What follows belongs to an exercise in optimizing a design on an open flow for small area, a short achievable clock period and few clock cycles; a production flow would make more cautious choices. Only simulation tests tie the RTL to the original design; equivalence was not proved. Power and IR drop assume default switching activity.

File: flow/config.mk
export PLATFORM = sky130hd
export DESIGN_NAME = cph_unwrap
export DESIGN_NICKNAME = cph_unwrap
export VERILOG_FILES = /design/flow/design.v
export SDC_FILE = /design/flow/constraint.sdc
export NUM_CORES = 8
export LEC_CHECK = 0
export CAP_MARGIN = 20
export CORE_MARGIN = 2
export CORE_UTILIZATION = 25
export SLEW_MARGIN = 20
File: flow/constraint.sdc
create_clock -name core_clock -period 12.0 [get_ports {clk}]
set_input_delay 2.4000 -clock core_clock [delete_from_list [all_inputs] [get_ports {clk}]]
set_output_delay 2.4000 -clock core_clock [all_outputs]
set_load 0.01 [all_outputs]
File: flow/design.v
module aes_sbox (
    input  wire [7:0] a,
    output reg  [7:0] y
);
    always @(*) begin
        case (a)
            8'h00: y = 8'h63;
            8'h01: y = 8'h7c;
            8'h02: y = 8'h77;
            8'h03: y = 8'h7b;
            8'h04: y = 8'hf2;
            8'h05: y = 8'h6b;
            8'h06: y = 8'h6f;
            8'h07: y = 8'hc5;
            8'h08: y = 8'h30;
            8'h09: y = 8'h01;
            8'h0a: y = 8'h67;
            8'h0b: y = 8'h2b;
            8'h0c: y = 8'hfe;
            8'h0d: y = 8'hd7;
            8'h0e: y = 8'hab;
            8'h0f: y = 8'h76;
            8'h10: y = 8'hca;
            8'h11: y = 8'h82;
            8'h12: y = 8'hc9;
            8'h13: y = 8'h7d;
            8'h14: y = 8'hfa;
            8'h15: y = 8'h59;
            8'h16: y = 8'h47;
            8'h17: y = 8'hf0;
            8'h18: y = 8'had;
            8'h19: y = 8'hd4;
            8'h1a: y = 8'ha2;
            8'h1b: y = 8'haf;
            8'h1c: y = 8'h9c;
            8'h1d: y = 8'ha4;
            8'h1e: y = 8'h72;
            8'h1f: y = 8'hc0;
            8'h20: y = 8'hb7;
            8'h21: y = 8'hfd;
            8'h22: y = 8'h93;
            8'h23: y = 8'h26;
            8'h24: y = 8'h36;
            8'h25: y = 8'h3f;
            8'h26: y = 8'hf7;
            8'h27: y = 8'hcc;
            8'h28: y = 8'h34;
            8'h29: y = 8'ha5;
            8'h2a: y = 8'he5;
            8'h2b: y = 8'hf1;
            8'h2c: y = 8'h71;
            8'h2d: y = 8'hd8;
            8'h2e: y = 8'h31;
            8'h2f: y = 8'h15;
            8'h30: y = 8'h04;
            8'h31: y = 8'hc7;
            8'h32: y = 8'h23;
            8'h33: y = 8'hc3;
            8'h34: y = 8'h18;
            8'h35: y = 8'h96;
            8'h36: y = 8'h05;
            8'h37: y = 8'h9a;
            8'h38: y = 8'h07;
            8'h39: y = 8'h12;
            8'h3a: y = 8'h80;
            8'h3b: y = 8'he2;
            8'h3c: y = 8'heb;
            8'h3d: y = 8'h27;
            8'h3e: y = 8'hb2;
            8'h3f: y = 8'h75;
            8'h40: y = 8'h09;
            8'h41: y = 8'h83;
            8'h42: y = 8'h2c;
            8'h43: y = 8'h1a;
            8'h44: y = 8'h1b;
            8'h45: y = 8'h6e;
            8'h46: y = 8'h5a;
            8'h47: y = 8'ha0;
            8'h48: y = 8'h52;
            8'h49: y = 8'h3b;
            8'h4a: y = 8'hd6;
            8'h4b: y = 8'hb3;
            8'h4c: y = 8'h29;
            8'h4d: y = 8'he3;
            8'h4e: y = 8'h2f;
            8'h4f: y = 8'h84;
            8'h50: y = 8'h53;
            8'h51: y = 8'hd1;
            8'h52: y = 8'h00;
            8'h53: y = 8'hed;
            8'h54: y = 8'h20;
            8'h55: y = 8'hfc;
            8'h56: y = 8'hb1;
            8'h57: y = 8'h5b;
            8'h58: y = 8'h6a;
            8'h59: y = 8'hcb;
            8'h5a: y = 8'hbe;
            8'h5b: y = 8'h39;
            8'h5c: y = 8'h4a;
            8'h5d: y = 8'h4c;
            8'h5e: y = 8'h58;
            8'h5f: y = 8'hcf;
            8'h60: y = 8'hd0;
            8'h61: y = 8'hef;
            8'h62: y = 8'haa;
            8'h63: y = 8'hfb;
            8'h64: y = 8'h43;
            8'h65: y = 8'h4d;
            8'h66: y = 8'h33;
            8'h67: y = 8'h85;
            8'h68: y = 8'h45;
            8'h69: y = 8'hf9;
            8'h6a: y = 8'h02;
            8'h6b: y = 8'h7f;
            8'h6c: y = 8'h50;
            8'h6d: y = 8'h3c;
            8'h6e: y = 8'h9f;
            8'h6f: y = 8'ha8;
            8'h70: y = 8'h51;
            8'h71: y = 8'ha3;
            8'h72: y = 8'h40;
            8'h73: y = 8'h8f;
            8'h74: y = 8'h92;
            8'h75: y = 8'h9d;
            8'h76: y = 8'h38;
            8'h77: y = 8'hf5;
            8'h78: y = 8'hbc;
            8'h79: y = 8'hb6;
            8'h7a: y = 8'hda;
            8'h7b: y = 8'h21;
            8'h7c: y = 8'h10;
            8'h7d: y = 8'hff;
            8'h7e: y = 8'hf3;
            8'h7f: y = 8'hd2;
            8'h80: y = 8'hcd;
            8'h81: y = 8'h0c;
            8'h82: y = 8'h13;
            8'h83: y = 8'hec;
            8'h84: y = 8'h5f;
            8'h85: y = 8'h97;
            8'h86: y = 8'h44;
            8'h87: y = 8'h17;
            8'h88: y = 8'hc4;
            8'h89: y = 8'ha7;
            8'h8a: y = 8'h7e;
            8'h8b: y = 8'h3d;
            8'h8c: y = 8'h64;
            8'h8d: y = 8'h5d;
            8'h8e: y = 8'h19;
            8'h8f: y = 8'h73;
            8'h90: y = 8'h60;
            8'h91: y = 8'h81;
            8'h92: y = 8'h4f;
            8'h93: y = 8'hdc;
            8'h94: y = 8'h22;
            8'h95: y = 8'h2a;
            8'h96: y = 8'h90;
            8'h97: y = 8'h88;
            8'h98: y = 8'h46;
            8'h99: y = 8'hee;
            8'h9a: y = 8'hb8;
            8'h9b: y = 8'h14;
            8'h9c: y = 8'hde;
            8'h9d: y = 8'h5e;
            8'h9e: y = 8'h0b;
            8'h9f: y = 8'hdb;
            8'ha0: y = 8'he0;
            8'ha1: y = 8'h32;
            8'ha2: y = 8'h3a;
            8'ha3: y = 8'h0a;
            8'ha4: y = 8'h49;
            8'ha5: y = 8'h06;
            8'ha6: y = 8'h24;
            8'ha7: y = 8'h5c;
            8'ha8: y = 8'hc2;
            8'ha9: y = 8'hd3;
            8'haa: y = 8'hac;
            8'hab: y = 8'h62;
            8'hac: y = 8'h91;
            8'had: y = 8'h95;
            8'hae: y = 8'he4;
            8'haf: y = 8'h79;
            8'hb0: y = 8'he7;
            8'hb1: y = 8'hc8;
            8'hb2: y = 8'h37;
            8'hb3: y = 8'h6d;
            8'hb4: y = 8'h8d;
            8'hb5: y = 8'hd5;
            8'hb6: y = 8'h4e;
            8'hb7: y = 8'ha9;
            8'hb8: y = 8'h6c;
            8'hb9: y = 8'h56;
            8'hba: y = 8'hf4;
            8'hbb: y = 8'hea;
            8'hbc: y = 8'h65;
            8'hbd: y = 8'h7a;
            8'hbe: y = 8'hae;
            8'hbf: y = 8'h08;
            8'hc0: y = 8'hba;
            8'hc1: y = 8'h78;
            8'hc2: y = 8'h25;
            8'hc3: y = 8'h2e;
            8'hc4: y = 8'h1c;
            8'hc5: y = 8'ha6;
            8'hc6: y = 8'hb4;
            8'hc7: y = 8'hc6;
            8'hc8: y = 8'he8;
            8'hc9: y = 8'hdd;
            8'hca: y = 8'h74;
            8'hcb: y = 8'h1f;
            8'hcc: y = 8'h4b;
            8'hcd: y = 8'hbd;
            8'hce: y = 8'h8b;
            8'hcf: y = 8'h8a;
            8'hd0: y = 8'h70;
            8'hd1: y = 8'h3e;
            8'hd2: y = 8'hb5;
            8'hd3: y = 8'h66;
            8'hd4: y = 8'h48;
            8'hd5: y = 8'h03;
            8'hd6: y = 8'hf6;
            8'hd7: y = 8'h0e;
            8'hd8: y = 8'h61;
            8'hd9: y = 8'h35;
            8'hda: y = 8'h57;
            8'hdb: y = 8'hb9;
            8'hdc: y = 8'h86;
            8'hdd: y = 8'hc1;
            8'hde: y = 8'h1d;
            8'hdf: y = 8'h9e;
            8'he0: y = 8'he1;
            8'he1: y = 8'hf8;
            8'he2: y = 8'h98;
            8'he3: y = 8'h11;
            8'he4: y = 8'h69;
            8'he5: y = 8'hd9;
            8'he6: y = 8'h8e;
            8'he7: y = 8'h94;
            8'he8: y = 8'h9b;
            8'he9: y = 8'h1e;
            8'hea: y = 8'h87;
            8'heb: y = 8'he9;
            8'hec: y = 8'hce;
            8'hed: y = 8'h55;
            8'hee: y = 8'h28;
            8'hef: y = 8'hdf;
            8'hf0: y = 8'h8c;
            8'hf1: y = 8'ha1;
            8'hf2: y = 8'h89;
            8'hf3: y = 8'h0d;
            8'hf4: y = 8'hbf;
            8'hf5: y = 8'he6;
            8'hf6: y = 8'h42;
            8'hf7: y = 8'h68;
            8'hf8: y = 8'h41;
            8'hf9: y = 8'h99;
            8'hfa: y = 8'h2d;
            8'hfb: y = 8'h0f;
            8'hfc: y = 8'hb0;
            8'hfd: y = 8'h54;
            8'hfe: y = 8'hbb;
            8'hff: y = 8'h16;
            default: y = 8'h00;
        endcase
    end
endmodule
module aes_inv_sbox (
    input  wire [7:0] a,
    output reg  [7:0] y
);
    always @(*) begin
        case (a)
            8'h00: y = 8'h52;
            8'h01: y = 8'h09;
            8'h02: y = 8'h6a;
            8'h03: y = 8'hd5;
            8'h04: y = 8'h30;
            8'h05: y = 8'h36;
            8'h06: y = 8'ha5;
            8'h07: y = 8'h38;
            8'h08: y = 8'hbf;
            8'h09: y = 8'h40;
            8'h0a: y = 8'ha3;
            8'h0b: y = 8'h9e;
            8'h0c: y = 8'h81;
            8'h0d: y = 8'hf3;
            8'h0e: y = 8'hd7;
            8'h0f: y = 8'hfb;
            8'h10: y = 8'h7c;
            8'h11: y = 8'he3;
            8'h12: y = 8'h39;
            8'h13: y = 8'h82;
            8'h14: y = 8'h9b;
            8'h15: y = 8'h2f;
            8'h16: y = 8'hff;
            8'h17: y = 8'h87;
            8'h18: y = 8'h34;
            8'h19: y = 8'h8e;
            8'h1a: y = 8'h43;
            8'h1b: y = 8'h44;
            8'h1c: y = 8'hc4;
            8'h1d: y = 8'hde;
            8'h1e: y = 8'he9;
            8'h1f: y = 8'hcb;
            8'h20: y = 8'h54;
            8'h21: y = 8'h7b;
            8'h22: y = 8'h94;
            8'h23: y = 8'h32;
            8'h24: y = 8'ha6;
            8'h25: y = 8'hc2;
            8'h26: y = 8'h23;
            8'h27: y = 8'h3d;
            8'h28: y = 8'hee;
            8'h29: y = 8'h4c;
            8'h2a: y = 8'h95;
            8'h2b: y = 8'h0b;
            8'h2c: y = 8'h42;
            8'h2d: y = 8'hfa;
            8'h2e: y = 8'hc3;
            8'h2f: y = 8'h4e;
            8'h30: y = 8'h08;
            8'h31: y = 8'h2e;
            8'h32: y = 8'ha1;
            8'h33: y = 8'h66;
            8'h34: y = 8'h28;
            8'h35: y = 8'hd9;
            8'h36: y = 8'h24;
            8'h37: y = 8'hb2;
            8'h38: y = 8'h76;
            8'h39: y = 8'h5b;
            8'h3a: y = 8'ha2;
            8'h3b: y = 8'h49;
            8'h3c: y = 8'h6d;
            8'h3d: y = 8'h8b;
            8'h3e: y = 8'hd1;
            8'h3f: y = 8'h25;
            8'h40: y = 8'h72;
            8'h41: y = 8'hf8;
            8'h42: y = 8'hf6;
            8'h43: y = 8'h64;
            8'h44: y = 8'h86;
            8'h45: y = 8'h68;
            8'h46: y = 8'h98;
            8'h47: y = 8'h16;
            8'h48: y = 8'hd4;
            8'h49: y = 8'ha4;
            8'h4a: y = 8'h5c;
            8'h4b: y = 8'hcc;
            8'h4c: y = 8'h5d;
            8'h4d: y = 8'h65;
            8'h4e: y = 8'hb6;
            8'h4f: y = 8'h92;
            8'h50: y = 8'h6c;
            8'h51: y = 8'h70;
            8'h52: y = 8'h48;
            8'h53: y = 8'h50;
            8'h54: y = 8'hfd;
            8'h55: y = 8'hed;
            8'h56: y = 8'hb9;
            8'h57: y = 8'hda;
            8'h58: y = 8'h5e;
            8'h59: y = 8'h15;
            8'h5a: y = 8'h46;
            8'h5b: y = 8'h57;
            8'h5c: y = 8'ha7;
            8'h5d: y = 8'h8d;
            8'h5e: y = 8'h9d;
            8'h5f: y = 8'h84;
            8'h60: y = 8'h90;
            8'h61: y = 8'hd8;
            8'h62: y = 8'hab;
            8'h63: y = 8'h00;
            8'h64: y = 8'h8c;
            8'h65: y = 8'hbc;
            8'h66: y = 8'hd3;
            8'h67: y = 8'h0a;
            8'h68: y = 8'hf7;
            8'h69: y = 8'he4;
            8'h6a: y = 8'h58;
            8'h6b: y = 8'h05;
            8'h6c: y = 8'hb8;
            8'h6d: y = 8'hb3;
            8'h6e: y = 8'h45;
            8'h6f: y = 8'h06;
            8'h70: y = 8'hd0;
            8'h71: y = 8'h2c;
            8'h72: y = 8'h1e;
            8'h73: y = 8'h8f;
            8'h74: y = 8'hca;
            8'h75: y = 8'h3f;
            8'h76: y = 8'h0f;
            8'h77: y = 8'h02;
            8'h78: y = 8'hc1;
            8'h79: y = 8'haf;
            8'h7a: y = 8'hbd;
            8'h7b: y = 8'h03;
            8'h7c: y = 8'h01;
            8'h7d: y = 8'h13;
            8'h7e: y = 8'h8a;
            8'h7f: y = 8'h6b;
            8'h80: y = 8'h3a;
            8'h81: y = 8'h91;
            8'h82: y = 8'h11;
            8'h83: y = 8'h41;
            8'h84: y = 8'h4f;
            8'h85: y = 8'h67;
            8'h86: y = 8'hdc;
            8'h87: y = 8'hea;
            8'h88: y = 8'h97;
            8'h89: y = 8'hf2;
            8'h8a: y = 8'hcf;
            8'h8b: y = 8'hce;
            8'h8c: y = 8'hf0;
            8'h8d: y = 8'hb4;
            8'h8e: y = 8'he6;
            8'h8f: y = 8'h73;
            8'h90: y = 8'h96;
            8'h91: y = 8'hac;
            8'h92: y = 8'h74;
            8'h93: y = 8'h22;
            8'h94: y = 8'he7;
            8'h95: y = 8'had;
            8'h96: y = 8'h35;
            8'h97: y = 8'h85;
            8'h98: y = 8'he2;
            8'h99: y = 8'hf9;
            8'h9a: y = 8'h37;
            8'h9b: y = 8'he8;
            8'h9c: y = 8'h1c;
            8'h9d: y = 8'h75;
            8'h9e: y = 8'hdf;
            8'h9f: y = 8'h6e;
            8'ha0: y = 8'h47;
            8'ha1: y = 8'hf1;
            8'ha2: y = 8'h1a;
            8'ha3: y = 8'h71;
            8'ha4: y = 8'h1d;
            8'ha5: y = 8'h29;
            8'ha6: y = 8'hc5;
            8'ha7: y = 8'h89;
            8'ha8: y = 8'h6f;
            8'ha9: y = 8'hb7;
            8'haa: y = 8'h62;
            8'hab: y = 8'h0e;
            8'hac: y = 8'haa;
            8'had: y = 8'h18;
            8'hae: y = 8'hbe;
            8'haf: y = 8'h1b;
            8'hb0: y = 8'hfc;
            8'hb1: y = 8'h56;
            8'hb2: y = 8'h3e;
            8'hb3: y = 8'h4b;
            8'hb4: y = 8'hc6;
            8'hb5: y = 8'hd2;
            8'hb6: y = 8'h79;
            8'hb7: y = 8'h20;
            8'hb8: y = 8'h9a;
            8'hb9: y = 8'hdb;
            8'hba: y = 8'hc0;
            8'hbb: y = 8'hfe;
            8'hbc: y = 8'h78;
            8'hbd: y = 8'hcd;
            8'hbe: y = 8'h5a;
            8'hbf: y = 8'hf4;
            8'hc0: y = 8'h1f;
            8'hc1: y = 8'hdd;
            8'hc2: y = 8'ha8;
            8'hc3: y = 8'h33;
            8'hc4: y = 8'h88;
            8'hc5: y = 8'h07;
            8'hc6: y = 8'hc7;
            8'hc7: y = 8'h31;
            8'hc8: y = 8'hb1;
            8'hc9: y = 8'h12;
            8'hca: y = 8'h10;
            8'hcb: y = 8'h59;
            8'hcc: y = 8'h27;
            8'hcd: y = 8'h80;
            8'hce: y = 8'hec;
            8'hcf: y = 8'h5f;
            8'hd0: y = 8'h60;
            8'hd1: y = 8'h51;
            8'hd2: y = 8'h7f;
            8'hd3: y = 8'ha9;
            8'hd4: y = 8'h19;
            8'hd5: y = 8'hb5;
            8'hd6: y = 8'h4a;
            8'hd7: y = 8'h0d;
            8'hd8: y = 8'h2d;
            8'hd9: y = 8'he5;
            8'hda: y = 8'h7a;
            8'hdb: y = 8'h9f;
            8'hdc: y = 8'h93;
            8'hdd: y = 8'hc9;
            8'hde: y = 8'h9c;
            8'hdf: y = 8'hef;
            8'he0: y = 8'ha0;
            8'he1: y = 8'he0;
            8'he2: y = 8'h3b;
            8'he3: y = 8'h4d;
            8'he4: y = 8'hae;
            8'he5: y = 8'h2a;
            8'he6: y = 8'hf5;
            8'he7: y = 8'hb0;
            8'he8: y = 8'hc8;
            8'he9: y = 8'heb;
            8'hea: y = 8'hbb;
            8'heb: y = 8'h3c;
            8'hec: y = 8'h83;
            8'hed: y = 8'h53;
            8'hee: y = 8'h99;
            8'hef: y = 8'h61;
            8'hf0: y = 8'h17;
            8'hf1: y = 8'h2b;
            8'hf2: y = 8'h04;
            8'hf3: y = 8'h7e;
            8'hf4: y = 8'hba;
            8'hf5: y = 8'h77;
            8'hf6: y = 8'hd6;
            8'hf7: y = 8'h26;
            8'hf8: y = 8'he1;
            8'hf9: y = 8'h69;
            8'hfa: y = 8'h14;
            8'hfb: y = 8'h63;
            8'hfc: y = 8'h55;
            8'hfd: y = 8'h21;
            8'hfe: y = 8'h0c;
            8'hff: y = 8'h7d;
            default: y = 8'h00;
        endcase
    end
endmodule
module aes_inv_mixcol (
    input  wire [31:0] a,    
    output wire [31:0] y
);
    wire [7:0] a0 = a[31:24];
    wire [7:0] a1 = a[23:16];
    wire [7:0] a2 = a[15:8];
    wire [7:0] a3 = a[7:0];
    wire [7:0] a0x2 = {a0[6:0], 1'b0} ^ (a0[7] ? 8'h1b : 8'h00);
    wire [7:0] a1x2 = {a1[6:0], 1'b0} ^ (a1[7] ? 8'h1b : 8'h00);
    wire [7:0] a2x2 = {a2[6:0], 1'b0} ^ (a2[7] ? 8'h1b : 8'h00);
    wire [7:0] a3x2 = {a3[6:0], 1'b0} ^ (a3[7] ? 8'h1b : 8'h00);
    wire [7:0] a0x4 = {a0x2[6:0], 1'b0} ^ (a0x2[7] ? 8'h1b : 8'h00);
    wire [7:0] a1x4 = {a1x2[6:0], 1'b0} ^ (a1x2[7] ? 8'h1b : 8'h00);
    wire [7:0] a2x4 = {a2x2[6:0], 1'b0} ^ (a2x2[7] ? 8'h1b : 8'h00);
    wire [7:0] a3x4 = {a3x2[6:0], 1'b0} ^ (a3x2[7] ? 8'h1b : 8'h00);
    wire [7:0] a0x8 = {a0x4[6:0], 1'b0} ^ (a0x4[7] ? 8'h1b : 8'h00);
    wire [7:0] a1x8 = {a1x4[6:0], 1'b0} ^ (a1x4[7] ? 8'h1b : 8'h00);
    wire [7:0] a2x8 = {a2x4[6:0], 1'b0} ^ (a2x4[7] ? 8'h1b : 8'h00);
    wire [7:0] a3x8 = {a3x4[6:0], 1'b0} ^ (a3x4[7] ? 8'h1b : 8'h00);
    wire [7:0] a0x9  = a0x8 ^ a0;
    wire [7:0] a1x9  = a1x8 ^ a1;
    wire [7:0] a2x9  = a2x8 ^ a2;
    wire [7:0] a3x9  = a3x8 ^ a3;
    wire [7:0] a0x11 = a0x8 ^ a0x2 ^ a0;
    wire [7:0] a1x11 = a1x8 ^ a1x2 ^ a1;
    wire [7:0] a2x11 = a2x8 ^ a2x2 ^ a2;
    wire [7:0] a3x11 = a3x8 ^ a3x2 ^ a3;
    wire [7:0] a0x13 = a0x8 ^ a0x4 ^ a0;
    wire [7:0] a1x13 = a1x8 ^ a1x4 ^ a1;
    wire [7:0] a2x13 = a2x8 ^ a2x4 ^ a2;
    wire [7:0] a3x13 = a3x8 ^ a3x4 ^ a3;
    wire [7:0] a0x14 = a0x8 ^ a0x4 ^ a0x2;
    wire [7:0] a1x14 = a1x8 ^ a1x4 ^ a1x2;
    wire [7:0] a2x14 = a2x8 ^ a2x4 ^ a2x2;
    wire [7:0] a3x14 = a3x8 ^ a3x4 ^ a3x2;
    assign y[31:24] = a0x14 ^ a1x11 ^ a2x13 ^ a3x9;
    assign y[23:16] = a0x9  ^ a1x14 ^ a2x11 ^ a3x13;
    assign y[15:8]  = a0x13 ^ a1x9  ^ a2x14 ^ a3x11;
    assign y[7:0]   = a0x11 ^ a1x13 ^ a2x9  ^ a3x14;
endmodule
module aes_inv_round (
    input  wire [127:0] s,       
    input  wire [127:0] rk,      
    input  wire         last,    
    output wire [127:0] y
);
    wire [127:0] shifted;
    wire [127:0] subbed;
    wire [127:0] keyed;
    wire [127:0] mixed;
    genvar k;
    generate
        for (k = 0; k < 16; k = k + 1) begin : g_byte
            localparam integer R   = k % 4;
            localparam integer C   = k / 4;
            localparam integer SRC = R + 4 * ((C - R + 4) % 4);
            assign shifted[127 - 8*k -: 8] = s[127 - 8*SRC -: 8];
            aes_inv_sbox u_sbox (.a(shifted[127 - 8*k -: 8]), .y(subbed[127 - 8*k -: 8]));
        end
        for (k = 0; k < 4; k = k + 1) begin : g_col
            aes_inv_mixcol u_mix (.a(keyed[127 - 32*k -: 32]), .y(mixed[127 - 32*k -: 32]));
        end
    endgenerate
    assign keyed = subbed ^ rk;
    assign y = last ? keyed : mixed;
endmodule
module aes256_key_step (
    input  wire [127:0] rk_m2,    
    input  wire [127:0] rk_m1,    
    input  wire [3:0]   r,        
    output wire [127:0] rk
);
    wire [31:0] last = rk_m1[31:0];
    wire [31:0] sub;
    genvar k;
    generate
        for (k = 0; k < 4; k = k + 1) begin : g_sub
            aes_sbox u_sbox (.a(last[31 - 8*k -: 8]), .y(sub[31 - 8*k -: 8]));
        end
    endgenerate
    wire [7:0]  rcon = 8'h01 << (r[3:1] - 3'd1);
    wire [31:0] temp = r[0] ? sub : ({sub[23:0], sub[31:24]} ^ {rcon, 24'h000000});
    wire [31:0] w0 = rk_m2[127:96] ^ temp;
    wire [31:0] w1 = rk_m2[95:64]  ^ w0;
    wire [31:0] w2 = rk_m2[63:32]  ^ w1;
    wire [31:0] w3 = rk_m2[31:0]   ^ w2;
    assign rk = {w0, w1, w2, w3};
endmodule
module cph_unwrap (
    input  wire         clk,
    input  wire         rst,             
    input  wire         blob_we,
    input  wire [4:0]   blob_idx,
    input  wire [31:0]  blob_wdata,
    input  wire         start,
    input  wire [6:0]   blob_len,        
    input  wire [255:0] kek,             
    input  wire [7:0]   kinds_allowed,   
    output wire         busy,
    output wire         done,            
    output reg  [3:0]   result,          
    output wire [479:0] rec              
);
    localparam [3:0] RES_OK = 4'd0, RES_INTEGRITY = 4'd4, RES_LENGTH = 4'd5, RES_KIND = 4'd6;
    localparam [2:0] S_IDLE  = 3'd0,
                     S_KEXP  = 3'd1,
                     S_LOAD  = 3'd2,
                     S_ROUND = 3'd3,
                     S_CHECK = 3'd4,
                     S_DONE  = 3'd5;
    reg [2:0] state;
    reg [63:0] blk [0:8];
    reg [127:0] rk [0:14];       
    reg [3:0]   kr;              
    reg [3:0]   rnd;             
    reg [127:0] st;              
    reg [3:0]   nblk;            
    reg [2:0]   bi;              
    reg [5:0]   t;               
    reg [7:0]   kinds;
    assign busy = (state != S_IDLE);
    assign done = (state == S_DONE);
    wire [127:0] rk_next;
    aes256_key_step u_kstep (
        .rk_m2 (rk[kr - 4'd2]),
        .rk_m1 (rk[kr - 4'd1]),
        .r     (kr),
        .rk    (rk_next)
    );
    wire [127:0] round_out;
    aes_inv_round u_round (
        .s    (st),
        .rk   (rk[rnd]),
        .last (rnd == 4'd0),
        .y    (round_out)
    );
    wire [63:0]  a_xor_t  = blk[0] ^ {58'd0, t};
    wire [127:0] block_in = {a_xor_t, blk[{1'b0, bi} + 4'd1]};
    wire [31:0] aiv = blk[0][63:32];
    wire [31:0] mli = blk[0][31:0];
    wire [511:0] plain = {blk[1], blk[2], blk[3], blk[4], blk[5], blk[6], blk[7], blk[8]};
    wire [6:0]   nbytes = {nblk, 3'b000};
    reg        pad_ok;
    reg [511:0] plain_masked;    
    integer b;
    always @(*) begin
        pad_ok = 1'b1;
        plain_masked = plain;
        for (b = 0; b < 64; b = b + 1) begin
            if (b >= mli) begin
                if (b < nbytes && plain[511 - 8*b -: 8] != 8'h00)
                    pad_ok = 1'b0;
                plain_masked[511 - 8*b -: 8] = 8'h00;
            end
        end
    end
    wire integrity_ok = (aiv == 32'hA65959A6) &&
                        (mli > {25'd0, nbytes} - 32'd8) &&
                        (mli <= {25'd0, nbytes}) && pad_ok;
    wire [7:0] rec_kind  = plain[511:504];
    wire [7:0] rec_flags = plain[503:496];
    wire [15:0] rec_rsvd = plain[495:480];
    reg [6:0] rec_len;           
    always @(*) begin
        case (rec_kind)
            8'h01:   rec_len = 7'd20;
            8'h02:   rec_len = 7'd36;
            8'h03:   rec_len = 7'd44;
            8'h04:   rec_len = 7'd60;
            8'h05:   rec_len = 7'd20;
            8'h06:   rec_len = 7'd36;
            default: rec_len = 7'd0;
        endcase
    end
    reg [3:0] check_result;
    always @(*) begin
        if (!integrity_ok)
            check_result = RES_INTEGRITY;
        else if (rec_len == 7'd0)
            check_result = RES_KIND;
        else if (mli != {25'd0, rec_len})
            check_result = RES_LENGTH;
        else if (rec_flags[7:3] != 5'd0 || rec_rsvd != 16'd0)
            check_result = RES_KIND;
        else if (!kinds[rec_kind[2:0]])
            check_result = RES_KIND;
        else
            check_result = RES_OK;
    end
    assign rec = plain_masked[511:32];
    wire len_ok = (blob_len[2:0] == 3'd0) && (blob_len >= 7'd32) && (blob_len <= 7'd72);
    integer w;
    always @(posedge clk) begin
        if (rst) begin
            state  <= S_IDLE;
            result <= RES_OK;
            for (w = 0; w < 9; w = w + 1)
                blk[w] <= 64'd0;
        end else begin
            case (state)
                S_IDLE: begin
                    if (blob_we && blob_idx < 5'd18) begin
                        if (blob_idx[0])
                            blk[blob_idx[4:1]][31:0]  <= {blob_wdata[7:0], blob_wdata[15:8],
                                                          blob_wdata[23:16], blob_wdata[31:24]};
                        else
                            blk[blob_idx[4:1]][63:32] <= {blob_wdata[7:0], blob_wdata[15:8],
                                                          blob_wdata[23:16], blob_wdata[31:24]};
                    end
                    if (start) begin
                        kinds <= kinds_allowed;
                        nblk  <= blob_len[6:3] - 4'd1;
                        if (!len_ok) begin
                            result <= RES_LENGTH;
                            state  <= S_DONE;
                        end else begin
                            rk[0] <= kek[255:128];
                            rk[1] <= kek[127:0];
                            kr    <= 4'd2;
                            state <= S_KEXP;
                        end
                    end
                end
                S_KEXP: begin
                    rk[kr] <= rk_next;
                    kr     <= kr + 4'd1;
                    if (kr == 4'd14) begin
                        bi    <= nblk[2:0] - 3'd1;
                        t     <= {nblk, 2'b00} + {1'b0, nblk, 1'b0};
                        state <= S_LOAD;
                    end
                end
                S_LOAD: begin
                    st    <= block_in ^ rk[14];
                    rnd   <= 4'd13;
                    state <= S_ROUND;
                end
                S_ROUND: begin
                    st  <= round_out;
                    rnd <= rnd - 4'd1;
                    if (rnd == 4'd0) begin
                        blk[0]                   <= round_out[127:64];
                        blk[{1'b0, bi} + 4'd1]   <= round_out[63:0];
                        t  <= t - 6'd1;
                        bi <= (bi == 3'd0) ? nblk[2:0] - 3'd1 : bi - 3'd1;
                        state <= (t == 6'd1) ? S_CHECK : S_LOAD;
                    end
                end
                S_CHECK: begin
                    result <= check_result;
                    state  <= S_DONE;
                end
                S_DONE: begin
                    state <= S_IDLE;
                    for (w = 0; w < 9; w = w + 1)
                        blk[w] <= 64'd0;
                end
                default: state <= S_IDLE;
            endcase
        end
    end
endmodule
File: flow/run.sh
#!/bin/bash
# synth_recipe.tcl (not shown) runs the flow's synth.tcl, then flattens the netlist and writes it again
# the make line also repeats each setting of config.mk as NAME=value (left out here)
make -C /OpenROAD-flow-scripts/flow DESIGN_CONFIG=/design/flow/config.mk WORK_HOME=/design/flow/orfs CLKGATE_MAP_FILE= SYNTH_SCRIPT=/design/flow/synth_recipe.tcl finish
==> key figures, run 1 <==
Cells and area
  – Final core utilization: 0.290
  – Non-Filler Instances: 35.1k
  – Area grow syn2layout: 15.7%
  – Share of layout cells above drive strength 1: 0.162
  – Multi-input logic area: 0.131 mm²
  – Fill count: 95.4k
  – Nets: between 20k and 25k
  – FF+latch area: ~0.092 mm²

CTS
  – Post-CTS sizing: 0
  – CTS root buffer: clkbuf_16
  – Clock latency on the worst-skew pair: 1.10 ns
  – Cts hold-fix bufs: 0
  – Clock sink count: approximately 3.1k
  – CTS H-tree lvls: 5
  – Max Buffers Root-to-Sink: 4
  – Clock tree from TritonCTS: done
  – Clk pin slew, worst setup/hold paths: 0.06 ns
  – Setup bufs post-CTS: 0
  – Total CTS buffers: roughly 350

Outcome
  – Status: complete, no violations

Synth
  – Sequential area share after synthesis: 0.399
  – Post-synth ARST share: 0
  – Yosys top cell by area: edfxtp_1
  – Synth Instances: 22.2k
  – Ranking of synthesized cells by area: edfxtp_1 39%, mux4_2 13%, nand2_1 3.6%
  – Top cell type's share of synthesized area: 0.387
  – Synthesized area: ~0.23 mm²
  – Top FF cell, synth: edfxtp_1
  – Synth warnings: 3
  – Number of synthesized flops with an enable pin: 2979
  – Netlist cell types: 143
  – Synth Area per Inst: about 10 µm²
  – Synth Register Bits: 3117

Routing
  – Vias/cell: 6.19
  – Routed Antenna Nets: 0
  – Average wire per standard cell: 37.7 µm
  – Final wirelength: 1320000 µm
  – Remaining DRCs: 0
  – Drt first pass iters: 9
  – DR iter-0 viols: 39.6k
  – Routed via count: approximately 220k

Timing
  – Final hold vios: 0
  – FMAX: between 0.09 and 0.1 GHz
  – Slew margin rel.: 0.0751
  – Tmin final: 10.06 ns
  – Clk_skew: around 0.12 ns
  – Crit share post-route: 0.838
  – WHS: 0.532 ns
  – Pins over their slew limit: 0
  – Least-Margin Pin Slew: 1.39 ns
  – Unrepaired setup endpoints after global routing: false
  – Final setup viols: 0

Critical path
  – CP endpoint kind: register
  – Crit start category: register
  – Critical Path RT: 12.78 ns
  – Reg2Reg Setup Slack: 1.94 ns
  – CP max FO: 60
  – Critical path arrival: 10.83 ns
  – CP Class: reg2reg

Global routing
  – Total global routing overflow: 0
  – Largest net degree at the start of global routing: roughly 120
  – Number of global-route vias before repair: around 200k
  – Total track usage: 0.269
  – Initial antenna violation count: 177
  – Global-route wire length before repair: between 1500000 and 2000000 µm

Floorplan
  – Starting Density: 0.251
  – Die W: 966 µm
  – Row cnt: 353
  – Floorplan core area: 0.923 mm²
  – # IOs: 798
  – Die Area: 0.933 mm²
  – Die height: 966 µm

Place
  – Placed cells: 34.2k
  – Routability cong.: 1.04
  – I/O Buffers: 796
  – Dpl hpwl: roughly 970000 µm

Power and ir drop
  – Peak VDD IR: 0.732 mV
  – Static leakage: 90.9 nW
  – PwrDens: approximately 380 mW/mm²

Hold path
  – Hold Path Class: reg2reg

Run
  – Max_cap viols: 0
[synth_stat cells (375+ instances only)]
| cell type | count |
|---|---|
| a211oi_1 | 380 |
| a21oi_1 | 1572 |
| buf_2 | 618 |
| clkbuf_1 | 937 |
| edfxtp_1 | 2979 |
| ha_1 | 441 |
| mux2i_1 | 646 |
| mux4_2 | 1296 |
| nand2_1 | 2201 |
| nand3_1 | 584 |
| nor2_1 | 2078 |
| nor3_1 | 549 |
| o211ai_1 | 375 |
| o21ai_0 | 1399 |
| xnor2_1 | 596 |
[stage by stage]
stage	cell area [µm²]	total power, W	setup WS (ns)	TNS (ns)
global route	267000	0.105	1.86	0
finish	268000	0.103	1.94	0
detailed placement	255000	0.0881	2.37	0
floorplan	231000	0.0615	-0.706	-180.83
CTS	267000	0.0998	2.30	0
global placement	255000	0.0883	2.25	0
[placed cells by master, fill, tap and decap left out, drive strengths merged, types with 189 or more instances in the layout]
cell | Yosys | routed
edfxtp | 2979 | 2979
nand2 | 2213 | 2213
nor2 | 2105 | 2105
a21oi | 1576 | 1576
o21ai | 1510 | 1510
mux4 | 1296 | 1296
buf | 1028 | 949
clkdlybuf4s50 | 0 | 796
xnor2 | 671 | 671
mux2i | 654 | 654
nand3 | 590 | 590
nor3 | 555 | 555
ha | 441 | 441
clkbuf | 938 | 429
a211oi | 384 | 384
o211ai | 378 | 378
and2 | 372 | 372
xor2 | 355 | 355
a31oi | 344 | 344
mux2 | 293 | 293
nor2b | 290 | 290
inv | 259 | 288
diode | 0 | 248
o22ai | 226 | 226
a22oi | 213 | 213
o311ai | 198 | 198
nor4 | 189 | 189
[cells by family after synthesis]
family	after synthesis	share of synthesized area
and+or+nand+nor	6878	0.135
xor gates and xnor gates	1143	0.0549
AOI/OAI and AO/OA	6148	0.173
DFF	3117	0.399
muxes	2243	0.169
other	1	0.0000162
adders and majority gates	443	0.0240
buffers and inverters	2239	0.0453
[sequential cells by signal, summed over array words and instances, names as in the netlist, named ones only]
name                     count
rk                        2048
blk                        774
st                         128
u_round.g_byte.u_sbox.y    128
kinds                        8
t                            6
kr                           4
nblk                         4
rnd                          4
bi                           3
result                       3
state                        3
[cell type report]
cell class / instances / share of cell area
timing repair buffer: 1745 / 0.0589
clock inverter: 222 / 0.00973
tap: 12247 / 0.0573
sequential: 3117 / 0.345
clock buffer: 429 / 0.0349
inverter: 273 / 0.00391
multi-input combinational: 16862 / 0.488
antenna: 248 / 0.00232
[power by group]
part / internal (W) / switching, W
logic: 0.0224 / 0.0485
clock network: 0.00652 / 0.00502
registers: 0.0191 / 0.00122
total: 0.0480 / 0.0547
[routing by layer]
metal  part of all wire  vias to the layer above  track usage
met4              0.096                       78        0.205
li1                   -                    86326            -
met2               0.42                    17917        0.393
met3               0.13                     3213       0.0805
met5            0.00036                        -            0
met1               0.36                   110085        0.334
[final timing paths]
kind | start | cells after the start | end
worst max register to register | kr[1] | 23 | rk[0][1]
worst min register to register | rnd[0] | 1 | register
worst min-delay path | rnd[0] | 1 | register
worst max-delay path | kr[1] | 23 | rk[0][1]
[worst max-delay path: stages (launching register included)]
cell and delay (ns):
edfxtp_1 0.42, inv_2 0.45, ha_4 0.82, buf_4 0.56, mux4_2 0.30, mux2i_1 0.08
mux2i_1 0.63, buf_4 0.35, clkinv_1 0.33, ha_1 0.52, nor2_1 0.59, o311ai_0 0.23
o311a_1 0.18, a21oi_1 0.11, a21oi_1 0.08, o21ai_0 0.90, mux2i_1 0.31, xnor2_2 0.85
xor2_2 0.90, xor2_2 0.19, buf_4 0.29, xor2_1 0.11, buf_4 0.19, mux2_2 0.27
Testbench counts, summed over its fixed seeds: cycles 89,568.
==> run 2, diff against run 1 <==
--- a/flow/design.v
+++ b/flow/design.v
@@ -540,34 +540,15 @@
     wire [7:0] a3 = a[7:0];
-    wire [7:0] a0x2 = {a0[6:0], 1'b0} ^ (a0[7] ? 8'h1b : 8'h00);
-    wire [7:0] a1x2 = {a1[6:0], 1'b0} ^ (a1[7] ? 8'h1b : 8'h00);
-    wire [7:0] a2x2 = {a2[6:0], 1'b0} ^ (a2[7] ? 8'h1b : 8'h00);
-    wire [7:0] a3x2 = {a3[6:0], 1'b0} ^ (a3[7] ? 8'h1b : 8'h00);
-    wire [7:0] a0x4 = {a0x2[6:0], 1'b0} ^ (a0x2[7] ? 8'h1b : 8'h00);
-    wire [7:0] a1x4 = {a1x2[6:0], 1'b0} ^ (a1x2[7] ? 8'h1b : 8'h00);
-    wire [7:0] a2x4 = {a2x2[6:0], 1'b0} ^ (a2x2[7] ? 8'h1b : 8'h00);
-    wire [7:0] a3x4 = {a3x2[6:0], 1'b0} ^ (a3x2[7] ? 8'h1b : 8'h00);
-    wire [7:0] a0x8 = {a0x4[6:0], 1'b0} ^ (a0x4[7] ? 8'h1b : 8'h00);
-    wire [7:0] a1x8 = {a1x4[6:0], 1'b0} ^ (a1x4[7] ? 8'h1b : 8'h00);
-    wire [7:0] a2x8 = {a2x4[6:0], 1'b0} ^ (a2x4[7] ? 8'h1b : 8'h00);
-    wire [7:0] a3x8 = {a3x4[6:0], 1'b0} ^ (a3x4[7] ? 8'h1b : 8'h00);
-    wire [7:0] a0x9  = a0x8 ^ a0;
-    wire [7:0] a1x9  = a1x8 ^ a1;
-    wire [7:0] a2x9  = a2x8 ^ a2;
-    wire [7:0] a3x9  = a3x8 ^ a3;
-    wire [7:0] a0x11 = a0x8 ^ a0x2 ^ a0;
-    wire [7:0] a1x11 = a1x8 ^ a1x2 ^ a1;
-    wire [7:0] a2x11 = a2x8 ^ a2x2 ^ a2;
-    wire [7:0] a3x11 = a3x8 ^ a3x2 ^ a3;
-    wire [7:0] a0x13 = a0x8 ^ a0x4 ^ a0;
-    wire [7:0] a1x13 = a1x8 ^ a1x4 ^ a1;
-    wire [7:0] a2x13 = a2x8 ^ a2x4 ^ a2;
-    wire [7:0] a3x13 = a3x8 ^ a3x4 ^ a3;
-    wire [7:0] a0x14 = a0x8 ^ a0x4 ^ a0x2;
-    wire [7:0] a1x14 = a1x8 ^ a1x4 ^ a1x2;
-    wire [7:0] a2x14 = a2x8 ^ a2x4 ^ a2x2;
-    wire [7:0] a3x14 = a3x8 ^ a3x4 ^ a3x2;
-    assign y[31:24] = a0x14 ^ a1x11 ^ a2x13 ^ a3x9;
-    assign y[23:16] = a0x9  ^ a1x14 ^ a2x11 ^ a3x13;
-    assign y[15:8]  = a0x13 ^ a1x9  ^ a2x14 ^ a3x11;
-    assign y[7:0]   = a0x11 ^ a1x13 ^ a2x9  ^ a3x14;
+    function [7:0] xt(input [7:0] v);
+        xt = {v[6:0], 1'b0} ^ (v[7] ? 8'h1b : 8'h00);
+    endfunction
+    wire [7:0] s   = a0 ^ a1 ^ a2 ^ a3;
+    wire [7:0] s02 = a0 ^ a2;
+    wire [7:0] s13 = a1 ^ a3;
+    wire [7:0] x8  = xt(xt(xt(s)));
+    wire [7:0] p   = xt(xt(s02)) ^ x8 ^ s;
+    wire [7:0] q   = xt(xt(s13)) ^ x8 ^ s;
+    assign y[31:24] = a0 ^ xt(a0 ^ a1) ^ p;
+    assign y[23:16] = a1 ^ xt(a1 ^ a2) ^ q;
+    assign y[15:8]  = a2 ^ xt(a2 ^ a3) ^ p;
+    assign y[7:0]   = a3 ^ xt(a3 ^ a0) ^ q;
 endmodule
@@ -576,9 +557,6 @@
     input  wire [127:0] rk,      
-    input  wire         last,    
-    output wire [127:0] y
+    output wire [127:0] keyed,   
+    output wire [127:0] mixed    
 );
-    wire [127:0] shifted;
     wire [127:0] subbed;
-    wire [127:0] keyed;
-    wire [127:0] mixed;
     genvar k;
@@ -589,4 +567,3 @@
             localparam integer SRC = R + 4 * ((C - R + 4) % 4);
-            assign shifted[127 - 8*k -: 8] = s[127 - 8*SRC -: 8];
-            aes_inv_sbox u_sbox (.a(shifted[127 - 8*k -: 8]), .y(subbed[127 - 8*k -: 8]));
+            aes_inv_sbox u_sbox (.a(s[127 - 8*SRC -: 8]), .y(subbed[127 - 8*k -: 8]));
         end
@@ -597,11 +574,10 @@
     assign keyed = subbed ^ rk;
-    assign y = last ? keyed : mixed;
 endmodule
 module aes256_key_step (
-    input  wire [127:0] rk_m2,    
-    input  wire [127:0] rk_m1,    
+    input  wire [127:0] a,        
+    input  wire [31:0]  last,     
     input  wire [3:0]   r,        
-    output wire [127:0] rk
+    output wire [127:0] fwd,      
+    output wire [127:0] bwd       
 );
-    wire [31:0] last = rk_m1[31:0];
     wire [31:0] sub;
@@ -613,9 +589,22 @@
     endgenerate
-    wire [7:0]  rcon = 8'h01 << (r[3:1] - 3'd1);
+    reg [7:0] rcon;
+    always @(*) begin
+        case (r[3:1])
+            3'd1: rcon = 8'h01;
+            3'd2: rcon = 8'h02;
+            3'd3: rcon = 8'h04;
+            3'd4: rcon = 8'h08;
+            3'd5: rcon = 8'h10;
+            3'd6: rcon = 8'h20;
+            3'd7: rcon = 8'h40;
+            default: rcon = 8'h00;
+        endcase
+    end
     wire [31:0] temp = r[0] ? sub : ({sub[23:0], sub[31:24]} ^ {rcon, 24'h000000});
-    wire [31:0] w0 = rk_m2[127:96] ^ temp;
-    wire [31:0] w1 = rk_m2[95:64]  ^ w0;
-    wire [31:0] w2 = rk_m2[63:32]  ^ w1;
-    wire [31:0] w3 = rk_m2[31:0]   ^ w2;
-    assign rk = {w0, w1, w2, w3};
+    wire [31:0] f0 = a[127:96] ^ temp;
+    wire [31:0] f1 = a[95:64]  ^ f0;
+    wire [31:0] f2 = a[63:32]  ^ f1;
+    wire [31:0] f3 = a[31:0]   ^ f2;
+    assign fwd = {f0, f1, f2, f3};
+    assign bwd = {a[127:96] ^ temp, a[95:64] ^ a[127:96], a[63:32] ^ a[95:64], a[31:0] ^ a[63:32]};
 endmodule
@@ -638,4 +627,4 @@
     localparam [2:0] S_IDLE  = 3'd0,
-                     S_KEXP  = 3'd1,
-                     S_LOAD  = 3'd2,
+                     S_EXP   = 3'd1,     
+                     S_LOAD  = 3'd2,     
                      S_ROUND = 3'd3,
@@ -643,11 +632,10 @@
                      S_DONE  = 3'd5;
-    reg [2:0] state;
-    reg [63:0] blk [0:8];
-    reg [127:0] rk [0:14];       
-    reg [3:0]   kr;              
-    reg [3:0]   rnd;             
+    reg [2:0]   state;
+    reg [63:0]  q [0:7];         
     reg [127:0] st;              
-    reg [3:0]   nblk;            
-    reg [2:0]   bi;              
+    reg [255:0] ks;              
+    reg [255:0] kw;              
+    reg [3:0]   kr;              
     reg [5:0]   t;               
+    reg [6:0]   len;
     reg [7:0]   kinds;
@@ -655,24 +643,33 @@
     assign done = (state == S_DONE);
-    wire [127:0] rk_next;
+    wire [3:0] nblk = len[6:3] - 4'd1;      
+    wire len_ok = (len[2:0] == 3'd0) && (len >= 7'd32) && (len <= 7'd72);
+    wire         in_exp = (state == S_EXP);
+    wire [127:0] k_fwd, k_bwd;
     aes256_key_step u_kstep (
-        .rk_m2 (rk[kr - 4'd2]),
-        .rk_m1 (rk[kr - 4'd1]),
-        .r     (kr),
-        .rk    (rk_next)
+        .a    (in_exp ? ks[255:128] : kw[127:0]),
+        .last (in_exp ? ks[31:0]    : kw[159:128]),
+        .r    (kr),
+        .fwd  (k_fwd),
+        .bwd  (k_bwd)
     );
-    wire [127:0] round_out;
+    wire [127:0] keyed, mixed;
     aes_inv_round u_round (
-        .s    (st),
-        .rk   (rk[rnd]),
-        .last (rnd == 4'd0),
-        .y    (round_out)
+        .s     (st),
+        .rk    (kw[255:128]),
+        .keyed (keyed),
+        .mixed (mixed)
     );
-    wire [63:0]  a_xor_t  = blk[0] ^ {58'd0, t};
-    wire [127:0] block_in = {a_xor_t, blk[{1'b0, bi} + 4'd1]};
-    wire [31:0] aiv = blk[0][63:32];
-    wire [31:0] mli = blk[0][31:0];
-    wire [511:0] plain = {blk[1], blk[2], blk[3], blk[4], blk[5], blk[6], blk[7], blk[8]};
-    wire [6:0]   nbytes = {nblk, 3'b000};
-    reg        pad_ok;
-    reg [511:0] plain_masked;    
+    wire last_rnd = (kr == 4'd1);
+    wire more     = (t != 6'd1);           
+    wire [2:0]  rsel   = nblk[2:0] - ((state == S_ROUND) ? 3'd2 : 3'd1);
+    wire [63:0] q_rd   = q[rsel];
+    wire [5:0]  t_in   = (state == S_ROUND) ? t - 6'd1 : t;
+    wire [63:0] a_cur  = (state == S_ROUND) ? keyed[127:64] : st[127:64];
+    wire [63:0] a_mask = (state == S_ROUND && !more) ? 64'd0 : (ks[127:64] ^ {58'd0, t_in});
+    wire [127:0] blk_in = {a_cur ^ a_mask, q_rd ^ ks[63:0]};
+    wire [31:0] aiv = st[127:96];
+    wire [31:0] mli = st[95:64];
+    wire [6:0]  nbytes = {nblk, 3'b000};
+    wire [63:0] last_blk = q_rd;            
+    reg pad_ok;
     integer b;
@@ -680,10 +677,5 @@
         pad_ok = 1'b1;
-        plain_masked = plain;
-        for (b = 0; b < 64; b = b + 1) begin
-            if (b >= mli) begin
-                if (b < nbytes && plain[511 - 8*b -: 8] != 8'h00)
-                    pad_ok = 1'b0;
-                plain_masked[511 - 8*b -: 8] = 8'h00;
-            end
-        end
+        for (b = 1; b < 8; b = b + 1)
+            if (mli[2:0] != 3'd0 && b >= mli[2:0] && last_blk[63 - 8*b -: 8] != 8'h00)
+                pad_ok = 1'b0;
     end
@@ -692,5 +684,5 @@
                         (mli <= {25'd0, nbytes}) && pad_ok;
-    wire [7:0] rec_kind  = plain[511:504];
-    wire [7:0] rec_flags = plain[503:496];
-    wire [15:0] rec_rsvd = plain[495:480];
+    wire [7:0]  rec_kind  = q[0][63:56];
+    wire [7:0]  rec_flags = q[0][55:48];
+    wire [15:0] rec_rsvd  = q[0][47:32];
     reg [6:0] rec_len;           
@@ -722,4 +714,4 @@
     end
-    assign rec = plain_masked[511:32];
-    wire len_ok = (blob_len[2:0] == 3'd0) && (blob_len >= 7'd32) && (blob_len <= 7'd72);
+    assign rec = {q[0], q[1], q[2], q[3], q[4], q[5], q[6], q[7][63:32]};
+    wire [31:0] wswap = {blob_wdata[7:0], blob_wdata[15:8], blob_wdata[23:16], blob_wdata[31:24]};
     integer w;
@@ -727,6 +719,6 @@
         if (rst) begin
-            state  <= S_IDLE;
-            result <= RES_OK;
-            for (w = 0; w < 9; w = w + 1)
-                blk[w] <= 64'd0;
+            state <= S_IDLE;
+            st[127:64] <= 64'd0;
+            for (w = 0; w < 8; w = w + 1)
+                q[w] <= 64'd0;
         end else begin
@@ -734,13 +726,25 @@
                 S_IDLE: begin
+                    ks    <= kek;
+                    len   <= blob_len;
+                    kinds <= kinds_allowed;
+                    kr    <= 4'd2;
                     if (blob_we && blob_idx < 5'd18) begin
-                        if (blob_idx[0])
-                            blk[blob_idx[4:1]][31:0]  <= {blob_wdata[7:0], blob_wdata[15:8],
-                                                          blob_wdata[23:16], blob_wdata[31:24]};
-                        else
-                            blk[blob_idx[4:1]][63:32] <= {blob_wdata[7:0], blob_wdata[15:8],
-                                                          blob_wdata[23:16], blob_wdata[31:24]};
+                        if (blob_idx[4:1] == 4'd0) begin
+                            if (blob_idx[0]) st[95:64]  <= wswap;
+                            else             st[127:96] <= wswap;
+                        end else begin
+                            if (blob_idx[0]) q[blob_idx[4:1] - 4'd1][31:0]  <= wswap;
+                            else             q[blob_idx[4:1] - 4'd1][63:32] <= wswap;
+                        end
                     end
-                    if (start) begin
-                        kinds <= kinds_allowed;
-                        nblk  <= blob_len[6:3] - 4'd1;
+                    if (start)
+                        state <= S_EXP;
+                end
+                S_EXP: begin
+                    ks <= {ks[127:0], k_fwd};
+                    kr <= kr + 4'd1;
+                    if (kr == 4'd2) begin
+                        t <= {nblk, 2'b00} + {1'b0, nblk, 1'b0};
+                        for (w = 0; w < 8; w = w + 1)
+                            if (w >= nblk) q[w] <= 64'd0;
                         if (!len_ok) begin
@@ -748,16 +752,6 @@
                             state  <= S_DONE;
-                        end else begin
-                            rk[0] <= kek[255:128];
-                            rk[1] <= kek[127:0];
-                            kr    <= 4'd2;
-                            state <= S_KEXP;
                         end
                     end
-                end
-                S_KEXP: begin
-                    rk[kr] <= rk_next;
-                    kr     <= kr + 4'd1;
                     if (kr == 4'd14) begin
-                        bi    <= nblk[2:0] - 3'd1;
-                        t     <= {nblk, 2'b00} + {1'b0, nblk, 1'b0};
+                        kr    <= 4'd14;
                         state <= S_LOAD;
@@ -766,4 +760,3 @@
                 S_LOAD: begin
-                    st    <= block_in ^ rk[14];
-                    rnd   <= 4'd13;
+                    st    <= blk_in;
                     state <= S_ROUND;
@@ -771,10 +764,14 @@
                 S_ROUND: begin
-                    st  <= round_out;
-                    rnd <= rnd - 4'd1;
-                    if (rnd == 4'd0) begin
-                        blk[0]                   <= round_out[127:64];
-                        blk[{1'b0, bi} + 4'd1]   <= round_out[63:0];
+                    kr <= kr - 4'd1;
+                    if (last_rnd) begin
+                        st <= blk_in;
+                        kr <= 4'd14;
                         t  <= t - 6'd1;
-                        bi <= (bi == 3'd0) ? nblk[2:0] - 3'd1 : bi - 3'd1;
-                        state <= (t == 6'd1) ? S_CHECK : S_LOAD;
+                        q[0] <= keyed[63:0];
+                        for (w = 1; w < 8; w = w + 1)
+                            if (w < nblk) q[w] <= q[w - 1];
+                        if (!more)
+                            state <= S_CHECK;
+                    end else begin
+                        st <= mixed;
                     end
@@ -787,4 +784,5 @@
                     state <= S_IDLE;
-                    for (w = 0; w < 9; w = w + 1)
-                        blk[w] <= 64'd0;
+                    st[127:64] <= 64'd0;
+                    for (w = 0; w < 8; w = w + 1)
+                        q[w] <= 64'd0;
                 end
@@ -794,2 +792,8 @@
     end
+    always @(posedge clk) begin
+        if (state == S_ROUND && !last_rnd)
+            kw <= {k_bwd, kw[255:128]};
+        else
+            kw <= ks;
+    end
 endmodule
==> key figures, run 2 <==
Critical path
  – Instance count on the critical path: 19
  – CP endpoint kind: register
  – CP max FO: 31
  – Reg2Reg Setup Slack: 2.36 ns
  – Delay-heaviest family, CP: adder cells
  – Crit-path max cell delay: between 1 and 1.5 ns
  – Crit start category: register
  – Crit-path cells: inv_1, ha_1, fa_4, buf_4, mux4_2, mux2i_1, xnor2_1, nor2_1, a21oi_1, mux2_2, clkinv_1, ha_1, nand3_1, o21ai_0, a221o_1, a221oi_1, nor3_1, a32oi_1, nand3_1
  – CP Class: reg2reg
  – Worst reg2reg path depth: 19
  – Critical Path RT: 12.76 ns
  – Critical path arrival: 10.41 ns
  – Slowest-stage cell, CP: fa_4
  – Critical path buffers and inverters: 3

Power and ir drop
  – Sw Ratio: 0.509
  – Design Power: between 0.03 and 0.04 W
  – Static leakage: 57.1 nW
  – PwrDens: around 220 mW/mm²
  – Switch Pwr: around 0.018 W
  – Peak VDD IR: between 0.3 and 0.4 mV
  – Internal Pwr Total: ~0.017 W
  – Sequential share of power: 0.190
  – Clk network pwr share: 0.149
  – Combinational power share: 0.661

Cells and area
  – Final core utilization: 0.289
  – Nets: 19.0k
  – Share of layout cells above drive strength 1: 0.0810
  – Max reg flops: 512
  – Commonest non-fill, non-tap cells in the layout: 2955 x nand2_1, 1545 x o21ai_0, 1497 x nor2_1
  – Fill count: 59.9k
  – Largest Register: q
  – Most common cell after layout, fill and taps aside: nand2_1
  – Area grow syn2layout: 15.2%
  – Largest registers: q x512, ks x256, kw x256

Global routing
  – Initial antenna violation count: 124
  – Global-route wire length before repair: 1290000 µm
  – GR met2 Demand/Resource: 0.451
  – Gr busiest metal: met2
  – GR met3 Demand/Resource: 0.119
  – Number of global-route vias before repair: 152k
  – Total global routing overflow: 0
  – GR Layer Usage met1: 0.388
  – Total track usage: 0.320
  – Largest net degree at the start of global routing: 201

Timing
  – Setup TNS: 0 ns
  – FMAX: 0.104 GHz
  – Clk_skew: 0.202 ns
  – Tmin final: a little under 10 ns
  – Crit share post-route: 0.804
  – Slew margin rel.: 0.104
  – Final hold vios: 0
  – Final WS setup: 2.36 ns
  – Least-Margin Pin Slew: 1.33 ns
  – Pins over their slew limit: 0
  – Unrepaired setup endpoints after global routing: false
  – Final setup viols: 0

Hold path
  – Hold Path Stages: 2
  – Hold Path Class: reg2reg

Synth
  – Synth Area per Inst: 7.44 µm²
  – Yosys top cell by area: edfxtp_1
  – Most common cell in the netlist: nand2_1
  – Synth Register Bits: 1311
  – Sequential area share after synthesis: 0.238
  – Netlist cell types: between 100 and 150
  – Number of synthesized flops with an enable pin: 668
  – Ranking of synthesized cells by area: edfxtp_1 15%, dfxtp_1 9.3%, nand2_1 8.1%
  – Top cell type's share of synthesized area: 0.145
  – Top FF cell, synth: edfxtp_1
  – Post-synth ARST share: 0
  – Synthesized area: 0.138 mm²
  – Synth warnings: 5
  – Synth Instances: 18.6k
  – Top cells by instance count after synthesis: 2970 x nand2_1, 1560 x o21ai_0, 1530 x nor2_1

CTS
  – Max Buffers Root-to-Sink: 4
  – Setup bufs post-CTS: 0
  – Post-CTS sizing: 0
  – Clock tree from TritonCTS: done
  – Total CTS buffers: 165
  – Clock sink count: 1311
  – Clock latency on the worst-skew pair: 1.08 ns
  – Cts hold-fix bufs: 0
  – CTS root buffer: clkbuf_16
  – CTS H-tree lvls: 4
  – Clk pin slew, worst setup/hold paths: 0.07 ns

Routing
  – Remaining DRCs: 0
  – Drt first pass iters: 12
  – DR iter-0 viols: approximately 35k
  – Average wire per standard cell: ~37 µm
  – Vias/cell: 6.61
  – Routed via count: 170k
  – Routed Antenna Nets: 0
  – Final wirelength: between 900000 and 1000000 µm

Floorplan
  – Starting Density: 0.251
  – Die Area: 0.559 mm²
  – Floorplan core area: 0.552 mm²
  – Die W: 748 µm
  – Die height: 748 µm
  – # IOs: 798
  – Row cnt: 273

Place
  – Dpl hpwl: 691000 µm
  – Dpl ws: 2.09 ns
  – Routability cong.: around 1.1
  – I/O Buffers: 796

Outcome
  – Status: complete, no violations

Run
  – Max_cap viols: 0
==> run 2: changes by cell type in the layout (fill, tap and decap cells not counted), moves of 190 or more <==
cell / before / now
mux2i_1: 616 / 222
buf_4: 896 / 643
edfxtp_1: 2979 / 668
nor2_1: 2052 / 1497
clkbuf_16: 359 / 169
dfxtp_1: 133 / 639
a22o_1: 15 / 278
mux4_2: 1293 / 134
nor2b_1: 280 / 26
nand2_1: 2193 / 2955
mux2_2: 290 / 60
and2_1: 360 / 99
==> run 2: cells by family (layout without fill, tap and decap cells) <==
family / Yosys count / after routing / synth area share
other: 1 / 75 / 0.0000271
buffers and inverters: 2133 / 1964 / 0.0621
and+or+nand+nor: 6360 / 6360 / 0.199
DFF: 1311 / 1311 / 0.238
adders and majority gates: 429 / 429 / 0.0389
muxes: 458 / 458 / 0.0458
AOI/OAI and AO/OA: 6686 / 6686 / 0.323
xor gates and xnor gates: 1215 / 1215 / 0.0928
==> run 2: layout make-up <==
type | count | area, µm² | share of cell area
Inverter | 212 | 802 | 0.00503
Sequential cell | 1311 | 32900 | 0.207
Multi-Input combinational cell | 15149 | 98000 | 0.615
Clock buffer | 218 | 4530 | 0.0285
Timing Repair Buffer | 1451 | 12900 | 0.0808
Antenna cell | 74 | 185 | 0.00116
Tap cell | 7287 | 9120 | 0.0572
Clock inverter | 83 | 832 | 0.00522
==> run 2: path summary, 6_finish.rpt <==
path                              endpoint     from
min                                kw[115]  kw[243]
max reg2reg  u_round.g_byte[2].u_sbox.y[1]   len[3]
max          u_round.g_byte[2].u_sbox.y[1]   len[3]
min reg2reg                        kw[115]  kw[243]
==> run 2: per-layer routing <==
metal | wire length [µm] | part of all wire
met1 | 336000 | 0.35
met2 | 377000 | 0.40
met3 | 141000 | 0.15
met4 | 98800 | 0.10
met5 | 640 | 0.00067
==> run 2: tightest hold or removal path, delay by kind of cell (launching register included) <==
family	cells	cell delay, ns
DFF	1	0.32
and+or+nand+nor	2	0.10
==> run 2: through the flow <==
step,std cells,cell area [µm²],hold WS [ns]
CTS,25707,159000,0.447
floorplan,18593,138000,0.429
global route,25728,159000,0.460
global placement,25403,154000,0.435
detailed placement,25406,154000,0.442
finish,25785,159000,0.445
==> run 2: power groups by stage <==
| stage | Combinational, W | Sequential (W) | Clock (W) |
|---|---|---|---|
| after floorplan | 0.0151 | 0.00587 | 0 |
| after global placement | 0.0223 | 0.00669 | 0 |
| after detailed placement | 0.0222 | 0.00669 | 0 |
| after CTS | 0.0224 | 0.00660 | 0.00526 |
| after global routing | 0.0239 | 0.00664 | 0.00541 |
| final | 0.0233 | 0.00670 | 0.00526 |
Testbench counts of run 2, summed over its fixed seeds: cycles 84,144.

[port drivers added, routing unchanged]
The results above use ideal ports. As a check the final layouts listed here were re-extracted and re-timed, cells and wires unchanged. Step 1, drivers: a clkbuf_16 drives clk and a buf_2 each remaining input, both assumed. Step 2 moves the port delays by t, midway between the first and last clock arrival at a register: inputs arrive t later, outputs are due t later. That takes back most of the time a late clock gives input paths. Slacks: ideal / step 1 / step 2; pairs: ideal / step 1.
run | t (ns) | slack for setup (ns) | clock arrival spread, ns
run 1 | 1.206 | 1.943 / 1.943 / 1.943 | 0.122 / 0.122
run 2 | 1.087 | 2.357 / 2.357 / 1.398 | 0.202 / 0.203
After both steps setup and hold are still met in every run listed. The setup slack of run 2, which loses most, moves by 0.000 ns with the drivers and by -0.959 ns with both steps.
